Context: an optimization exercise on an open-source flow, tuned for small area, a short achievable clock period and few clock cycles per item. The choices shown serve that exercise and are no tape-out recipe. Function was checked by simulation only, so behaviour that the tests miss may differ from the original. Power figures rest on the tool's default switching activity, not on a simulated workload.

`flow/flow/run.sh`:
```
#!/bin/bash
# The standard layout, with timing repair aiming for 6.5 ns of setup slack
# (a 3.5 ns clock) instead of ORFS's default. Make's output goes to flow.log;
# each ORFS step keeps its own log under orfs/logs/.
set -euo pipefail
bash standard.sh SETUP_SLACK_MARGIN=6.5 finish > flow.log 2>&1
```
`flow/standard.sh`:
```
#!/bin/bash
# synth_recipe.tcl (not shown) runs the flow's synth.tcl, then flattens the netlist and writes it again
# the make line also repeats each setting of config.mk as NAME=value (left out here)
make -C /OpenROAD-flow-scripts/flow DESIGN_CONFIG=/design/flow/config.mk WORK_HOME=/design/flow/orfs CLKGATE_MAP_FILE= SYNTH_SCRIPT=/design/flow/synth_recipe.tcl "${@:-finish}"
```
`flow/config.mk`:
```
export PLATFORM = sky130hd
export DESIGN_NAME = lg_encoder
export DESIGN_NICKNAME = lg_encoder
export VERILOG_FILES = /design/flow/design.v
export SDC_FILE = /design/flow/constraint.sdc
export NUM_CORES = 4
export LEC_CHECK = 0
export CAP_MARGIN = 20
export CORE_MARGIN = 2
export CORE_UTILIZATION = 55
export SLEW_MARGIN = 20
```
`flow/constraint.sdc`:
```
create_clock -name core_clock -period 10.0 [get_ports {clk}]
set_input_delay 2.0000 -clock core_clock [delete_from_list [all_inputs] [get_ports {clk}]]
set_output_delay 2.0000 -clock core_clock [all_outputs]
set_load 0.01 [all_outputs]
```
`flow/design.v`:
```
module lg_encoder (
    input  wire        clk,
    input  wire        rst,
    input  wire        in_valid,
    output wire        in_ready,
    input  wire [63:0] in_word,
    output wire        out_valid,
    input  wire        out_ready,
    output wire [63:0] out_word,
    output wire [2:0]  out_code,
    output wire        out_last
);
    localparam [1:0] T_ZERO = 2'b00, T_REPEAT = 2'b01, T_DELTA = 2'b10, T_LIT = 2'b11;
    localparam [1:0] M_ZERO = 2'd0, M_COMP = 2'd1, M_RAW = 2'd2;
    reg  [63:0] in_r;
    reg         in_v;
    reg  [63:0] prev;          
    reg  [4:0]  wt;            
    reg         tg_v;          
    reg  [1:0]  tg;            
    reg  [15:0] tg_d;          
    reg         tg_last;       
    reg  [1:0]  tg_c;          
    reg  [4:0]  wp_n;          
    reg  [8:0]  pbytes;        
    reg         allz;          
    reg         hasd;          
    reg  [4:0]  dpos;          
    reg  [15:0] g_wlo;         
    reg  [1:0]  g_c;           
    reg  [63:0] hdr_acc;       
    reg  [63:0] acc;           
    reg  [3:0]  an;            
    reg         flush;         
    reg  [63:0] mem [0:31];
    reg  [4:0]  wp;
    reg  [31:0] rsel;          
    reg  [5:0]  cnt;           
    reg         q_v;
    reg  [1:0]  q_mode;
    reg  [2:0]  q_code;
    reg  [63:0] q_hdr;
    reg  [5:0]  q_nb;          
    reg  [4:0]  q_last;        
    reg         q_hd;
    reg  [4:0]  q_d;
    reg  [15:0] q_wlo;
    reg  [1:0]  q_c;
    reg         cur_v;
    reg  [1:0]  cur_mode;
    reg  [4:0]  k;             
    reg  [5:0]  cur_nb;
    reg  [4:0]  cur_last;
    reg         cur_hd;
    reg  [4:0]  cur_d;
    reg  [15:0] cur_wlo;
    reg  [1:0]  cur_c;
    reg  [63:0] ob;
    reg         ob_v;
    reg  [2:0]  ob_code;
    reg         ob_last;
    reg  [47:0] pb;            
    reg         adv;
    reg         in_ready_r;
    assign in_ready = in_ready_r;
    wire        first = (wt == 5'd0);
    wire [63:0] a = in_r;
    wire [63:0] b = prev;
    wire        is_zero = (a == 64'd0);
    wire        is_eq   = (a == b);
    wire [48:0] ah = a[63:15];
    wire [48:0] bh = b[63:15];
    wire        brw = (a[14:0] < b[14:0]);
    wire [48:0] hx  = ah ^ bh;
    wire [48:0] hxs = {1'b0, hx[48:1]};
    wire [48:0] run = ~hxs | hx;                       
    wire [48:0] tp  = run & (~hx | (hxs ^ ah));
    wire [48:0] tm  = run & (~hx | (hxs ^ bh));
    wire        hi_eq = (hx == 49'd0);
    wire        hi_p1 = (hx[0] && (&tp)) || ((&hx) && (ah == 49'd0));    
    wire        hi_m1 = (hx[0] && (&tm)) || ((&hx) && (bh == 49'd0));    
    wire        small_n = hi_eq | (brw ? hi_p1 : hi_m1);
    wire        small_f = (a[63:15] == {49{1'b0}}) || (a[63:15] == {49{1'b1}});
    wire [16:0] dlt17 = {1'b0, a[15:0]} - {1'b0, (first ? 16'd0 : b[15:0])};
    wire [15:0] dlt = dlt17[15:0];
    wire [1:0]  cdir = {!dlt[15] && dlt17[16], dlt[15] && !dlt17[16]};
    reg  [1:0]  tag;
    always @(*) begin
        if (is_zero)                  tag = T_ZERO;
        else if (!first && is_eq)     tag = T_REPEAT;
        else if (first ? small_f : small_n) tag = T_DELTA;
        else                          tag = T_LIT;
    end
    wire        take = adv && tg_v;
    wire [3:0]  plen = !tg_v ? 4'd0 : (tg == T_LIT) ? 4'd8 : (tg == T_DELTA) ? 4'd2 : 4'd0;
    wire [63:0] pay  = plen[3] ? prev : plen[1] ? {48'd0, tg_d} : 64'd0;
    reg  [127:0] comb;
    always @(*) begin
        case (an)
            4'd0:    comb = {64'd0, pay};
            4'd2:    comb = {48'd0, pay, acc[15:0]};
            4'd4:    comb = {32'd0, pay, acc[31:0]};
            4'd6:    comb = {16'd0, pay, acc[47:0]};
            default: comb = {pay, acc};
        endcase
    end
    wire [4:0]  ctot = {1'b0, an} + {1'b0, plen};
    wire        full8 = (ctot >= 5'd8);
    wire        emit = adv && (flush ? (an != 4'd0) : full8);
    wire [63:0] emit_beat = flush ? acc : comb[63:0];
    wire        raw_g  = (pbytes > 9'd248);
    wire [2:0]  nsec   = (pbytes <= 9'd56) ? 3'd1 : (pbytes <= 9'd120) ? 3'd2 :
                         (pbytes <= 9'd184) ? 3'd3 : 3'd4;
    wire [5:0]  nbeats = pbytes[8:3] + {5'd0, pbytes[2:0] != 3'd0};
    always @(posedge clk) begin
        if (adv) begin
            in_r <= in_word;
            if (in_v) begin
                prev <= a;
                tg   <= tag;
                tg_d <= dlt;
                tg_last <= (wt == 5'd31);
                tg_c <= cdir;
            end
        end
        if (take) hdr_acc <= {tg, hdr_acc[63:2]};
        if (take && tg == T_DELTA) begin
            g_wlo <= prev[15:0];
            g_c   <= tg_c;
        end
        if (adv) begin
            if (flush)
                acc <= pay;
            else if (full8)
                acc <= comb[127:64];
            else
                acc <= comb[63:0];
        end
        if (cnt != 6'd32) mem[wp] <= emit_beat;
    end
    always @(posedge clk) begin
        if (rst) begin
            in_v   <= 1'b0;
            wt     <= 5'd0;
            tg_v   <= 1'b0;
            wp_n   <= 5'd0;
            pbytes <= 9'd0;
            allz   <= 1'b1;
            hasd   <= 1'b0;
            an     <= 4'd0;
            flush  <= 1'b0;
            wp     <= 5'd0;
        end else begin
            if (adv) begin
                in_v <= in_valid && in_ready_r;
                tg_v <= in_v;
                if (in_v) wt <= wt + 5'd1;
                end
            flush <= flush_n;
            an    <= an_n;
            if (flush && adv) begin
                pbytes <= {5'd0, plen};
                allz   <= !take || tg == T_ZERO;
                hasd   <= take && tg == T_DELTA;
                dpos   <= 5'd0;
                wp_n   <= take ? 5'd1 : 5'd0;
            end else if (take) begin
                pbytes <= pbytes + {5'd0, plen};
                if (tg != T_ZERO) allz <= 1'b0;
                if (tg == T_DELTA) begin hasd <= 1'b1; dpos <= wp_n; end
                wp_n <= wp_n + 5'd1;
            end
            if (emit) wp <= wp + 5'd1;
        end
    end
    reg [63:0] rd;
    integer r;
    always @(*) begin
        rd = 64'd0;
        for (r = 0; r < 32; r = r + 1)
            rd = rd | ({64{rsel[r]}} & mem[r]);
    end
    localparam integer P_HDR = 0, P_MEM = 1, P_FUN = 2, P_DLT = 3;
    reg  [3:0]  pl_sel;        
    reg         pl_last;       
    reg         pl_k0;         
    wire        from_q   = !cur_v;
    wire        nx_avail = cur_v || q_v;
    wire        nx_read  = pl_sel[P_MEM] || pl_sel[P_FUN] || pl_sel[P_DLT];
    wire [15:0] s_wlo  = from_q ? q_wlo : cur_wlo;
    wire [1:0]  s_c    = from_q ? q_c : cur_c;
    wire [47:0] hi_inc = ob[63:16] + 48'd1;
    wire [47:0] hi_dec = ob[63:16] - 48'd1;
    wire [47:0] hi_sum = pl_k0 ? {48{s_c[0]}} :
                         s_c[1] ? hi_inc : s_c[0] ? hi_dec : ob[63:16];
    wire [63:0] dsum   = {hi_sum, s_wlo};
    wire [63:0] nx_word = ({64{pl_sel[P_HDR]}} & q_hdr) |
                          ({64{pl_sel[P_MEM]}} & rd) |
                          ({64{pl_sel[P_FUN]}} & {rd[15:0], pb}) |
                          ({64{pl_sel[P_DLT]}} & dsum);
    wire load = (!ob_v || out_ready) && nx_avail;
    wire rdo  = load && nx_read;
    wire        push     = flush && adv;
    wire        loadq    = load && from_q;
    wire        cur_v_n  = load ? !pl_last : cur_v;
    wire [4:0]  k_n      = !load ? k : from_q ? 5'd1 : k + 5'd1;
    wire [1:0]  cmode_n  = loadq ? q_mode : cur_mode;
    wire [5:0]  cnb_n    = loadq ? q_nb   : cur_nb;
    wire [4:0]  clast_n  = loadq ? q_last : cur_last;
    wire        chd_n    = loadq ? q_hd   : cur_hd;
    wire [4:0]  cd_n     = loadq ? q_d    : cur_d;
    wire        q_v_n    = push || (q_v && !loadq);
    wire [1:0]  new_mode = allz ? M_ZERO : raw_g ? M_RAW : M_COMP;
    wire [2:0]  new_code = allz ? 3'd0 : raw_g ? 3'd5 : nsec;
    wire [4:0]  new_last = allz ? 5'd0 : raw_g ? 5'd31 : {nsec[1:0] - 2'd1, 3'b111};
    wire        new_hd   = hasd && raw_g;
    wire [1:0]  qmode_n  = push ? new_mode : q_mode;
    wire        qhd_n    = push ? new_hd : q_hd;
    wire [4:0]  qd_n     = push ? dpos : q_d;
    wire [4:0]  qlast_n  = push ? new_last : q_last;
    reg  [3:0]  plan_sel;
    reg         plan_last, plan_k0;
    always @(*) begin
        plan_sel  = 4'd0;
        plan_k0   = 1'b0;
        if (cur_v_n) begin
            plan_last = (k_n == clast_n);
            case (cmode_n)
                M_RAW: begin
                    if (chd_n && k_n == cd_n)     plan_sel[P_DLT] = 1'b1;
                    else if (chd_n && k_n > cd_n) plan_sel[P_FUN] = 1'b1;
                    else                          plan_sel[P_MEM] = 1'b1;
                end
                M_COMP: if ({1'b0, k_n} <= cnb_n) plan_sel[P_MEM] = 1'b1;
                default: ;
            endcase
        end else begin
            plan_last = (qlast_n == 5'd0);
            case (qmode_n)
                M_RAW: begin
                    if (qhd_n && qd_n == 5'd0) begin plan_sel[P_DLT] = 1'b1; plan_k0 = 1'b1; end
                    else                              plan_sel[P_MEM] = 1'b1;
                end
                M_COMP:                               plan_sel[P_HDR] = 1'b1;
                default: ;
            endcase
        end
    end
    wire [5:0]  cnt_n   = cnt + {5'd0, emit} - {5'd0, rdo};
    wire        flush_n = adv ? (take && tg_last) : flush;
    wire [3:0]  an_n    = !adv ? an : flush ? plen : full8 ? ctot[3:0] - 4'd8 : ctot[3:0];
    wire        adv_n   = !(flush_n && q_v_n) && ((cnt_n != 6'd32) || (flush_n && an_n == 4'd0));
    always @(posedge clk) begin
        pl_sel  <= plan_sel;
        pl_last <= plan_last;
        pl_k0   <= plan_k0;
        if (load) begin
            ob      <= nx_word;
            ob_code <= from_q ? q_code : ob_code;
            ob_last <= pl_last;
        end
        if (rdo) pb <= rd[63:16];
        cur_mode <= cmode_n;
        cur_nb   <= cnb_n;
        cur_last <= clast_n;
        cur_hd   <= chd_n;
        cur_d    <= cd_n;
        if (loadq) begin
            cur_wlo  <= q_wlo;
            cur_c    <= q_c;
        end
        if (push) begin
            q_hdr  <= hdr_acc;
            q_nb   <= nbeats;
            q_wlo  <= g_wlo;
            q_c    <= g_c;
            q_code <= new_code;
        end
        q_mode <= qmode_n;
        q_hd   <= qhd_n;
        q_d    <= qd_n;
        q_last <= qlast_n;
    end
    always @(posedge clk) begin
        if (rst) begin
            adv   <= 1'b1;
            in_ready_r <= 1'b0;
            ob_v  <= 1'b0;
            q_v   <= 1'b0;
            cur_v <= 1'b0;
            k     <= 5'd0;
            rsel  <= 32'd1;
            cnt   <= 6'd0;
        end else begin
            adv        <= adv_n;
            in_ready_r <= adv_n;
            if (load) ob_v <= 1'b1;
            else if (out_ready) ob_v <= 1'b0;
            cur_v <= cur_v_n;
            k     <= k_n;
            q_v   <= q_v_n;
            if (rdo) rsel <= {rsel[30:0], rsel[31]};
            cnt <= cnt_n;
        end
    end
    assign out_valid = ob_v;
    assign out_word  = ob;
    assign out_code  = ob_code;
    assign out_last  = ob_last;
endmodule
```
==> qor.log, run 1 <==
qor: run_status.outcome complete, but fails checks
qor: run_status.so_faults capacitance limit, slew limit
qor: detailed_routing.detailedRoute.firstIterationViolations 11,073
qor: worst_setup_path.worst-endpoint-required 10.78 ns
qor: floorplanning.floorplan.core_area 190,000 sq um
qor: timing.setup-violations-final 0
qor: floorplanning.initial_utilization 55.5%
qor: floorplanning.chipHeight 442 um
qor: finish.final_cells 9,789
qor: pwr.netSwitchingFraction 21.9%
qor: clock_tree.cts_htree_levels 5
qor: logic_synthesis.asyncSetResetFlopFracSynth 0%
qor: timing.finalClockSkew 0.0628 ns
qor: finish.finalInstanceArea 121,000 sq um
qor: logic_synthesis.syn_avg_cell_area 15.6 sq um
qor: pwr.power.combinational.fraction 4.7%
qor: logic_synthesis.most_repeated_cell_in_the_gate_level_netlist_after_synthesis sky130_fd_sc_hd__edfxtp_1
qor: pwr.power_frac_clock 42.0%
qor: worst_setup_path.timing.critical_path.slowest_cell_delay 0.35 ns
qor: global_route.grt_antenna_before_repair 17
qor: logic_synthesis.synth_cells 6,755
qor: logic_synthesis.synth_compound_area_share 12.2%
qor: global_route.pin_count_of_the_biggest_net_entering_global_routing 68
qor: pwr.p_per_area 196 nW/um^2
qor: clock_tree.clk-insertion-delay-late 0.94 ns
qor: place.dp_hpwl 213,000 um
qor: pwr.seq_power_share 53.4%
qor: worst_setup_path.worst-path-buf-inv 6
qor: place.gp_routability_congestion 0.910
qor: finish.drive_above_1_share 15.0%
qor: run.drv_cap 1
qor: timing.slew_headroom -17.6%
qor: clock_tree.cts.sinks 2,691
qor: floorplanning.floorplan.die_area 195,000 sq um
qor: detailed_routing.vias 70,516
qor: logic_synthesis.synth_warnings 1
qor: logic_synthesis.ys.flop_type sky130_fd_sc_hd__edfxtp_1
qor: worst_setup_path.worstPathMaxFanout 3
qor: global_route.global_route.usage.total 38.7%
qor: logic_synthesis.synth.area.mux_share 1.55%
qor: logic_synthesis.synth_enable_flop_cells 2,573
qor: detailed_routing.dr_pass1_iterations 8
qor: worst_setup_path.timing.critical_path.slowest_stage_cell sky130_fd_sc_hd__fa_2
qor: detailed_routing.vias_per_cell 7.20
qor: timing.timing_worst_slew_pin_value 1.76 ns
qor: timing.fmax 0.257 GHz
qor: place.placed_area 111,000 sq um
qor: worst_setup_path.setup.worst_path.class input port to flip-flop
qor: floorplanning.io-pin-count 138
qor: global_route.grt_remaining_overflow 0
qor: pwr.switchingPower 5.18 mW
qor: worst_setup_path.startpoint_type input port
qor: clock_tree.numCtsBuffers 291
qor: logic_synthesis.syn-num-nets 6,897
qor: worst_setup_path.critical-path-top-delay-family simple AND/OR/NAND/NOR gates
qor: logic_synthesis.synth_largest_type_area_fraction 73.2%
qor: timing.layout_worst_path_cycle_share 38.9%
qor: clock_tree.cts_root_buffer sky130_fd_sc_hd__clkbuf_16
qor: timing.slew_viol_final 4
qor: logic_synthesis.synth_cell_types 81
qor: place.io_buffers 137
qor: logic_synthesis.most_common_library_cells_after_synthesis 2,573 x sky130_fd_sc_hd__edfxtp_1, 835 x sky130_fd_sc_hd__a22oi_1, 424 x sky130_fd_sc_hd__nand2_1, 365 x sky130_fd_sc_hd__clkbuf_1, 206 x sky130_fd_sc_hd__o21ai_0
qor: global_route.first_global_vias 65,447
qor: pwr.power.internal 18.5 mW
qor: detailed_routing.remaining_drc_errors 0
qor: logic_synthesis.largest_family_of_logic_cells_by_synthesized_area compound AO/OA/AOI/OAI gates
qor: finish.final.fill_count 13,780
qor: pwr.vdd.ir_drop.worst 0.183 mV
qor: logic_synthesis.yosysSeqAreaShare 75.4%
qor: detailed_routing.number_of_nets_still_failing_antenna_checks_after_routing 0
qor: clock_tree.cts.reportedPaths.clkPinSlew 0.06 ns
qor: hold_path.hold_class flip-flop to flip-flop
qor: logic_synthesis.synth_area_in_adders 0.920%
qor: worst_setup_path.worst_setup_path_end_kind flip-flop
qor: logic_synthesis.synth_area_leader sky130_fd_sc_hd__edfxtp_1
qor: pwr.report.power.total 23.7 mW
qor: timing.period_minus_slack 3.89 ns
qor: finish.layout.nets 7,200
qor: logic_synthesis.synth_simple_gate_area_share 6.84%
qor: floorplanning.num_rows 160
qor: timing.finalHoldViolCount 0
qor: global_route.grt_first_pass_wirelength 526,000 um
qor: place.placed_cells 9,159
qor: logic_synthesis.synth_xor_xnor_area_share 1.15%
qor: clock_tree.ctsHoldBuffers 0
qor: clock_tree.tritoncts built
qor: logic_synthesis.postSynthRegisterBits 2,691
qor: logic_synthesis.synthesis.area 106,000 sq um
qor: clock_tree.cts_buffer_depth 4
qor: detailed_routing.drt-total-wl 385,000 um
qor: detailed_routing.drt-wirelength-per-cell 39.4 um
qor: timing.finalSetupTns 0 ns
qor: worst_setup_path.critical_path.cell_chain buf_6 > nand2b_4 > o21ai_4 > clkinvlp_4 > nand2b_4 > buf_12 > inv_16 > ha_4 > inv_2 > ha_4 > fa_2 > buf_4 > xor2_1 > nor3_1 > nand3_1 > a31oi_1 > a221oi_2 > or2_4
qor: floorplanning.dieWidth 442 um
qor: finish.final_core_utilization 63.5%
qor: pwr.p_leak 39.8 nW
qor: worst_setup_path.crit_arrival 4.67 ns
qor: timing.setup_repair_after_global_routing_missed_its_margin yes
qor: logic_synthesis.synth.area.top_cells sky130_fd_sc_hd__edfxtp_1 73%, sky130_fd_sc_hd__a22oi_1 5.9%, sky130_fd_sc_hd__dfxtp_1 2.2%, sky130_fd_sc_hd__nand2_1 1.5%, sky130_fd_sc_hd__clkbuf_1 1.3%
qor: finish.syn_to_final_growth 14.5%
## timing repair
item	CTS	global route
setup buffers	73	36
gates resized for setup	417	83
pin swaps	30	35
setup endpoints to repair	1640	728
cloned	7	1
endpoints found under the hold margin	0	0
## cells in the final DEF, fill, tap and decap left out, types with 68 or more instances in the layout
cell                        synthesis  routed
sky130_fd_sc_hd__clkbuf_16          0     295
sky130_fd_sc_hd__edfxtp_1        2573    2573
sky130_fd_sc_hd__nand3_1          193     191
sky130_fd_sc_hd__nand2_1          424     421
sky130_fd_sc_hd__buf_6              2      75
sky130_fd_sc_hd__clkbuf_1         365      68
sky130_fd_sc_hd__mux2i_1           96      94
sky130_fd_sc_hd__a21oi_1          127     119
sky130_fd_sc_hd__a221oi_1         141     139
sky130_fd_sc_hd__dfxtp_1          118      74
sky130_fd_sc_hd__o21ai_0          206     152
sky130_fd_sc_hd__a22oi_1          835     835
sky130_fd_sc_hd__xnor2_1           80      72
sky130_fd_sc_hd__inv_1             80      74
sky130_fd_sc_hd__a22o_1           134     134
sky130_fd_sc_hd__nand4_1          184     184
sky130_fd_sc_hd__nor2_1           185     147
sky130_fd_sc_hd__buf_4              0     240
## power groups by stage
stage / logic, mW / registers [mW] / clock network (mW)
after floorplan: 0.568 / 12.8 / 0
after global placement: 0.995 / 12.9 / 0
after detailed placement: 1.01 / 12.9 / 0
after CTS: 1.04 / 12.6 / 9.96
after global routing: 1.15 / 12.6 / 10.4
final: 1.10 / 12.6 / 9.93
## per-stage QoR
stage               hold slack (ns)  worst slack [ns]
finish                        0.413              6.11
global route                  0.423              6.01
CTS                           0.418              6.11
detailed placement            0.405              3.79
global placement              0.401              3.82
floorplan                     0.400              4.26
## registers in the layout, indices dropped and copies added (netlist names), 6 cells and up
signal / flops
acc: 64
cnt: 6
cur_nb: 6
cur_wlo: 16
g_wlo: 16
hdr_acc: 64
in_r: 64
mem: 2048
ob: 64
pb: 48
pbytes: 8
prev: 64
q_hdr: 64
q_nb: 6
q_wlo: 16
rsel: 32
tg_d: 16
## area by class of cell
class                      instances  area [sq um]  share of cell area [%]
inverter                          82           335                   0.277
antenna                           30          75.1                  0.0621
tap                             2511          3140                    2.60
timing repair inverter             1          8.76                 0.00724
clock buffer                     372          7760                    6.42
multi-input combinational       3526         25000                    20.7
clock inverter                   111           746                   0.617
sequential                      2691         79800                    66.0
timing repair buffer             465          4040                    3.34
## metal layers
layer,vias to the layer above,global-route usage (%),wire [um]
met5,-,0,244
met4,4,18.6,20500
met3,902,8.37,49500
met2,5237,57.0,170000
met1,36293,55.2,145000
li1,28080,-,-
## worst paths after layout
kind | startpoint | cells after the start | endpoint | slack, ns
worst min register to register | hdr_acc[8] | 0 | hdr_acc[6] | 0.41
worst max register to register | tg[1] | 19 | adv | 6.24
worst min-delay path | hdr_acc[8] | 0 | hdr_acc[6] | 0.41
worst max-delay path | out_ready | 18 | adv | 6.11
## cell families (layout without fill, tap and decap cells)
| logic type | after synthesis | after routing |
|---|---|---|
| AOI/OAI and AO/OA | 1742 | 1744 |
| xor gates and xnor gates | 139 | 139 |
| adders and majority gates | 77 | 77 |
| buffers and inverters | 541 | 1031 |
| DFF | 2691 | 2691 |
| muxes | 156 | 156 |
| other | 0 | 30 |
| and+or+nand+nor | 1409 | 1410 |
## worst reg2reg max path, cell delays in order, from the launching register on
cell,delay [ns]
sky130_fd_sc_hd__edfxtp_1,0.46
sky130_fd_sc_hd__and3b_1,0.23
sky130_fd_sc_hd__ha_1,0.22
sky130_fd_sc_hd__ha_1,0.19
sky130_fd_sc_hd__or2_2,0.32
sky130_fd_sc_hd__o21ai_4,0.10
sky130_fd_sc_hd__nand3_4,0.10
sky130_fd_sc_hd__and3_4,0.22
sky130_fd_sc_hd__inv_1,0.09
sky130_fd_sc_hd__ha_4,0.13
sky130_fd_sc_hd__inv_2,0.04
sky130_fd_sc_hd__ha_4,0.15
sky130_fd_sc_hd__fa_2,0.35
sky130_fd_sc_hd__buf_4,0.15
sky130_fd_sc_hd__xor2_1,0.14
sky130_fd_sc_hd__nor3_1,0.14
sky130_fd_sc_hd__nand3_1,0.10
sky130_fd_sc_hd__a31oi_1,0.18
sky130_fd_sc_hd__a221oi_2,0.10
sky130_fd_sc_hd__or2_4,0.25
Testbench counts, summed over its fixed seeds: cycles 77,294, groups 2,400.
==> inputs of run 2 (changes only) <==
==> flow/run.sh (new file) <==
#!/bin/bash
# synth_recipe.tcl (not shown) runs the flow's synth.tcl, then flattens the netlist and writes it again
# the make line also repeats each setting of config.mk as NAME=value (left out here)
make -C /OpenROAD-flow-scripts/flow DESIGN_CONFIG=/design/flow/config.mk WORK_HOME=/design/flow/orfs CLKGATE_MAP_FILE= SYNTH_SCRIPT=/design/flow/synth_recipe.tcl finish
--- a/flow/config.mk
+++ b/flow/config.mk
@@ -8,4 +8,5 @@
 export CAP_MARGIN = 20
 export CORE_MARGIN = 2
 export CORE_UTILIZATION = 55
+export SETUP_SLACK_MARGIN = 5
 export SLEW_MARGIN = 20
removed: flow/flow/run.sh
removed: flow/standard.sh
==> qor.log, run 2 <==
qor: run_status.outcome finished clean
qor: global_route.grt_remaining_overflow 0 [unchanged]
qor: worst_setup_path.crit_path_frequent_cell sky130_fd_sc_hd__ha_4
qor: global_route.global_route.usage.total 38.2% [-0.49 points]
qor: finish.most_used_cells_in_the_layout_excluding_fill_and_tap_cells 2,573 x sky130_fd_sc_hd__edfxtp_1, 835 x sky130_fd_sc_hd__a22oi_1, 423 x sky130_fd_sc_hd__nand2_1, 301 x sky130_fd_sc_hd__clkbuf_16, 207 x sky130_fd_sc_hd__buf_4
qor: place.io_buffers 137 [unchanged]
qor: finish.largest_reg_flops 2,048 [unchanged]
qor: place.placed_cells 9,157 [-0.022%]
qor: logic_synthesis.ys.flop_type sky130_fd_sc_hd__edfxtp_1
qor: timing.fmax 0.207 GHz [-19%]
qor: pwr.report.power.total 23.8 mW [+0.61%]
qor: worst_setup_path.startpoint_type input port
qor: detailed_routing.dr_pass1_iterations 6 [-2]
qor: finish.drive_above_1_share 11.3% [-3.7 points]
qor: floorplanning.num_rows 160 [unchanged]
qor: floorplanning.dieWidth 442 um [unchanged]
qor: logic_synthesis.most_common_library_cells_after_synthesis 2,573 x sky130_fd_sc_hd__edfxtp_1, 835 x sky130_fd_sc_hd__a22oi_1, 424 x sky130_fd_sc_hd__nand2_1, 365 x sky130_fd_sc_hd__clkbuf_1, 206 x sky130_fd_sc_hd__o21ai_0
qor: hold_path.whs_endpoint q_wlo[5]
qor: worst_setup_path.crit_arrival 5.59 ns [+0.92 ns]
qor: timing.setup_repair_after_global_routing_missed_its_margin no
qor: logic_synthesis.synth_enable_flop_cells 2,573 [unchanged]
qor: worst_setup_path.timing.critical_path.slowest_stage_cell sky130_fd_sc_hd__clkdlybuf4s50_1
qor: finish.layout.nets 7,083 [-1.6%]
qor: detailed_routing.number_of_nets_still_failing_antenna_checks_after_routing 0 [unchanged]
qor: timing.layout_worst_path_cycle_share 48.2% [+9.3 points]
qor: global_route.grt_antenna_before_repair 17 [unchanged]
qor: clock_tree.cts_buffer_depth 4 [unchanged]
qor: worst_setup_path.regToRegSetupSlack 5.49 ns [-0.75 ns]
qor: clock_tree.clk-insertion-delay-late 0.93 ns [about the same]
qor: run.drv_cap 0 [-1]
qor: timing.final.hold.worst_slack 0.414 ns [+0.000796 ns]
qor: floorplanning.chipHeight 442 um [unchanged]
qor: place.placed_area 111,000 sq um [about the same]
qor: logic_synthesis.asyncSetResetFlopFracSynth 0% [unchanged]
qor: detailed_routing.remaining_drc_errors 0 [unchanged]
qor: timing.period_minus_slack 4.82 ns [+0.928 ns]
qor: timing.slew_headroom 18.4% [+36 points]
qor: timing.finalHoldViolCount 0 [unchanged]
qor: finish.finalInstanceArea 120,000 sq um [-1.1%]
qor: timing.timing.final.ws_setup 5.18 ns [-0.928 ns]
qor: logic_synthesis.synthesis.area 106,000 sq um [unchanged]
qor: detailed_routing.drt-wirelength-per-cell 39.3 um [about the same]
qor: logic_synthesis.synth_area_leader sky130_fd_sc_hd__edfxtp_1
qor: worst_setup_path.timing.critical_path.slowest_cell_delay 0.39 ns [+0.04 ns]
qor: worst_setup_path.critical_path.cell_chain clkdlybuf4s50_1 > nand2b_4 > o21ai_4 > clkinvlp_4 > nand2b_1 > buf_8 > clkinv_8 > ha_4 > inv_2 > ha_4 > fa_2 > a21oi_2 > o21bai_1 > xnor2_1 > nand3_1 > a31oi_1 > a221oi_1 > or2_4
qor: place.gp_routability_congestion 0.935 [+2.7%]
qor: detailed_routing.vias 69,776 [-1.0%]
qor: global_route.pin_count_of_the_biggest_net_entering_global_routing 72 [+5.9%]
qor: pwr.p_per_area 199 nW/um^2 [+1.7%]
qor: logic_synthesis.most_repeated_cell_in_the_gate_level_netlist_after_synthesis sky130_fd_sc_hd__edfxtp_1
qor: timing.slew_viol_final 0 [-4]
qor: finish.largest_register mem
qor: worst_setup_path.r2r_end adv
qor: global_route.first_global_vias 64,369 [-1.6%]
qor: clock_tree.numCtsBuffers 290 [-0.34%]
qor: worst_setup_path.reg2reg_depth 21 [+2]
qor: pwr.p_leak 39.1 nW [-1.8%]
qor: clock_tree.cts_htree_levels 5 [unchanged]
qor: worst_setup_path.worst_setup_path_end_kind flip-flop
qor: finish.syn_to_final_growth 13.3%
qor: timing.finalSetupTns 0 ns [unchanged]
qor: timing.timing_worst_slew_pin_value 1.22 ns [-0.532 ns]
qor: logic_synthesis.syn_avg_cell_area 15.6 sq um [unchanged]
qor: detailed_routing.vias_per_cell 7.23 [+0.40%]
qor: timing.finalClockSkew 0.0561 ns [-0.00674 ns]
qor: worst_setup_path.crit-reg2reg-launch tg[0]
qor: hold_path.hold-path-cell-count 0 [unchanged]
qor: hold_path.hold_class flip-flop to flip-flop
qor: worst_setup_path.worstPathMaxFanout 33 [+30]
qor: floorplanning.io-pin-count 138 [unchanged]
qor: floorplanning.initial_utilization 55.5% [unchanged]
qor: clock_tree.tritoncts built
qor: finish.final_cells 9,648 [-1.4%]
qor: logic_synthesis.synth_warnings 1 [unchanged]
qor: hold_path.min_from g_wlo[5]
qor: clock_tree.cts.reportedPaths.clkPinSlew 0.06 ns [about the same]
qor: logic_synthesis.yosysSeqAreaShare 75.4% [unchanged]
qor: worst_setup_path.setup.worst_path.class input port to flip-flop
qor: detailed_routing.drt-total-wl 379,000 um [-1.5%]
qor: detailed_routing.detailedRoute.firstIterationViolations 11,266 [+1.7%]
qor: logic_synthesis.synth_largest_type_area_fraction 73.2% [unchanged]
qor: logic_synthesis.syn-num-nets 6,897 [unchanged]
qor: floorplanning.floorplan.core_area 190,000 sq um [unchanged]
qor: logic_synthesis.synth.area.top_cells sky130_fd_sc_hd__edfxtp_1 73%, sky130_fd_sc_hd__a22oi_1 5.9%, sky130_fd_sc_hd__dfxtp_1 2.2%, sky130_fd_sc_hd__nand2_1 1.5%, sky130_fd_sc_hd__clkbuf_1 1.3%
qor: pwr.vdd.ir_drop.worst 0.158 mV [-14%]
qor: floorplanning.floorplan.die_area 195,000 sq um [unchanged]
qor: finish.layout_commonest_cell sky130_fd_sc_hd__edfxtp_1
qor: logic_synthesis.postSynthRegisterBits 2,691 [unchanged]
qor: global_route.grt_first_pass_wirelength 519,000 um [-1.3%]
qor: clock_tree.cts_root_buffer sky130_fd_sc_hd__clkbuf_16
qor: place.dp_hpwl 211,000 um [-0.59%]
qor: logic_synthesis.synth_cells 6,755 [unchanged]
qor: clock_tree.ctsHoldBuffers 0 [unchanged]
qor: timing.setup-violations-final 0 [unchanged]
qor: place.post-place-ws 3.72 ns [-0.0683 ns]
qor: worst_setup_path.worst-endpoint-required 10.77 ns [about the same]
qor: finish.final_core_utilization 62.8% [-0.68 points]
qor: clock_tree.cts.sinks 2,691 [unchanged]
qor: logic_synthesis.synth_cell_types 81 [unchanged]
## run 2: cell count changes in the layout (fill, tap and decap cells not counted), sizes merged, moves of 4 or more
cell           previous run  this run
bufinv                    8        15
bufbuf                    4         0
clkdlybuf4s50            65       136
inv                      84        80
clkinv                   97        88
buf                     395       217
diode                    30        10
## run 2: cell families (layout without fill, tap and decap cells)
kind of cell	Yosys count	in the layout	synth area share (%)
mux	156	156	1.55
simple gates	1409	1409	6.84
other cells	0	10	0
xor+xnor	139	139	1.15
fa+ha+maj	77	77	0.920
compound gates	1742	1742	12.2
buf+inv	541	913	1.94
flops	2691	2691	75.4
## run 2: final cells by class
| cell class | instances | area (sq um) |
|---|---|---|
| Sequential cell | 2691 | 79800 |
| Fill cell | 13794 | 70800 |
| Multi-Input combinational cell | 3523 | 24600 |
| Clock buffer | 374 | 7840 |
| Tap cell | 2511 | 3140 |
| Timing Repair Buffer | 353 | 3090 |
| Clock inverter | 104 | 868 |
| Inverter | 82 | 329 |
| Antenna cell | 10 | 25.0 |
## run 2: per-layer routing
| layer | up-vias | GRT usage (%) | wire length, um |
|---|---|---|---|
| met5 | - | 0.244 | 336 |
| met4 | 18 | 15.2 | 17000 |
| met3 | 887 | 8.37 | 50100 |
| met2 | 5269 | 56.9 | 168000 |
| met1 | 35785 | 55.1 | 144000 |
| li1 | 27817 | - | - |
## run 2: worst max path at each step
stage,startpoint,to,slack (ns),cells past startpoint
final,out_ready,adv,5.18,18
after global routing,out_ready,adv,5.01,18
after CTS,out_ready,adv,5.08,18
after detailed placement,out_ready,adv,3.72,18
after global placement,out_ready,adv,3.67,18
after floorplan,out_ready,adv,4.25,18
## run 2: critical path: cells and delay by family
kind                       cells  cell delay, ns
and+or+nand+nor                4            0.67
adders and majority gates      3            0.82
AOI/OAI and AO/OA              5            0.65
buffers and inverters          5            1.16
xor gates and xnor gates       1            0.21
## run 2: what timing repair did
item | 4_1_cts | 5_1_grt
resized for setup | 2 | 3
setup endpoints to repair | 2 | 2
setup buffers | 0 | 2
## run 2: report_power, final
group	switching [mW]	internal (mW)
combinational	0.725	0.315
sequential	0.158	12.5
clock	4.26	5.88

[static timing again, ports no longer ideal]
In the flow no input, the clock included, has a driving cell. The finished layouts below were timed again as built, in two steps.
Step 1 (the two cells are an assumption about what drives the block):
set clk [get_ports {clk}]
set_driving_cell -lib_cell sky130_fd_sc_hd__clkbuf_16 $clk
set_driving_cell -lib_cell sky130_fd_sc_hd__buf_2 [delete_from_list [all_inputs] $clk]
Step 2 also shifts input and output timing later by t, the mid clock arrival at the registers, as if the neighbouring blocks saw the same clock.
a / b / c = ideal / step 1 / step 2; a / b = the first two.
| run | shift t [ns] | setup WS [ns] | worst setup path after step 2 | pins driven straight from the clock port |
|---|---|---|---|---|
| run 1 | 1.006 | 6.109 / 6.170 / 5.164 | input to register | 1 |
| run 2 | 0.990 | 5.181 / 5.235 / 4.246 | input to register | 1 |
The setup slack of run 1, which loses most, moves by +0.061 ns with the drivers and by -0.945 ns with both steps.
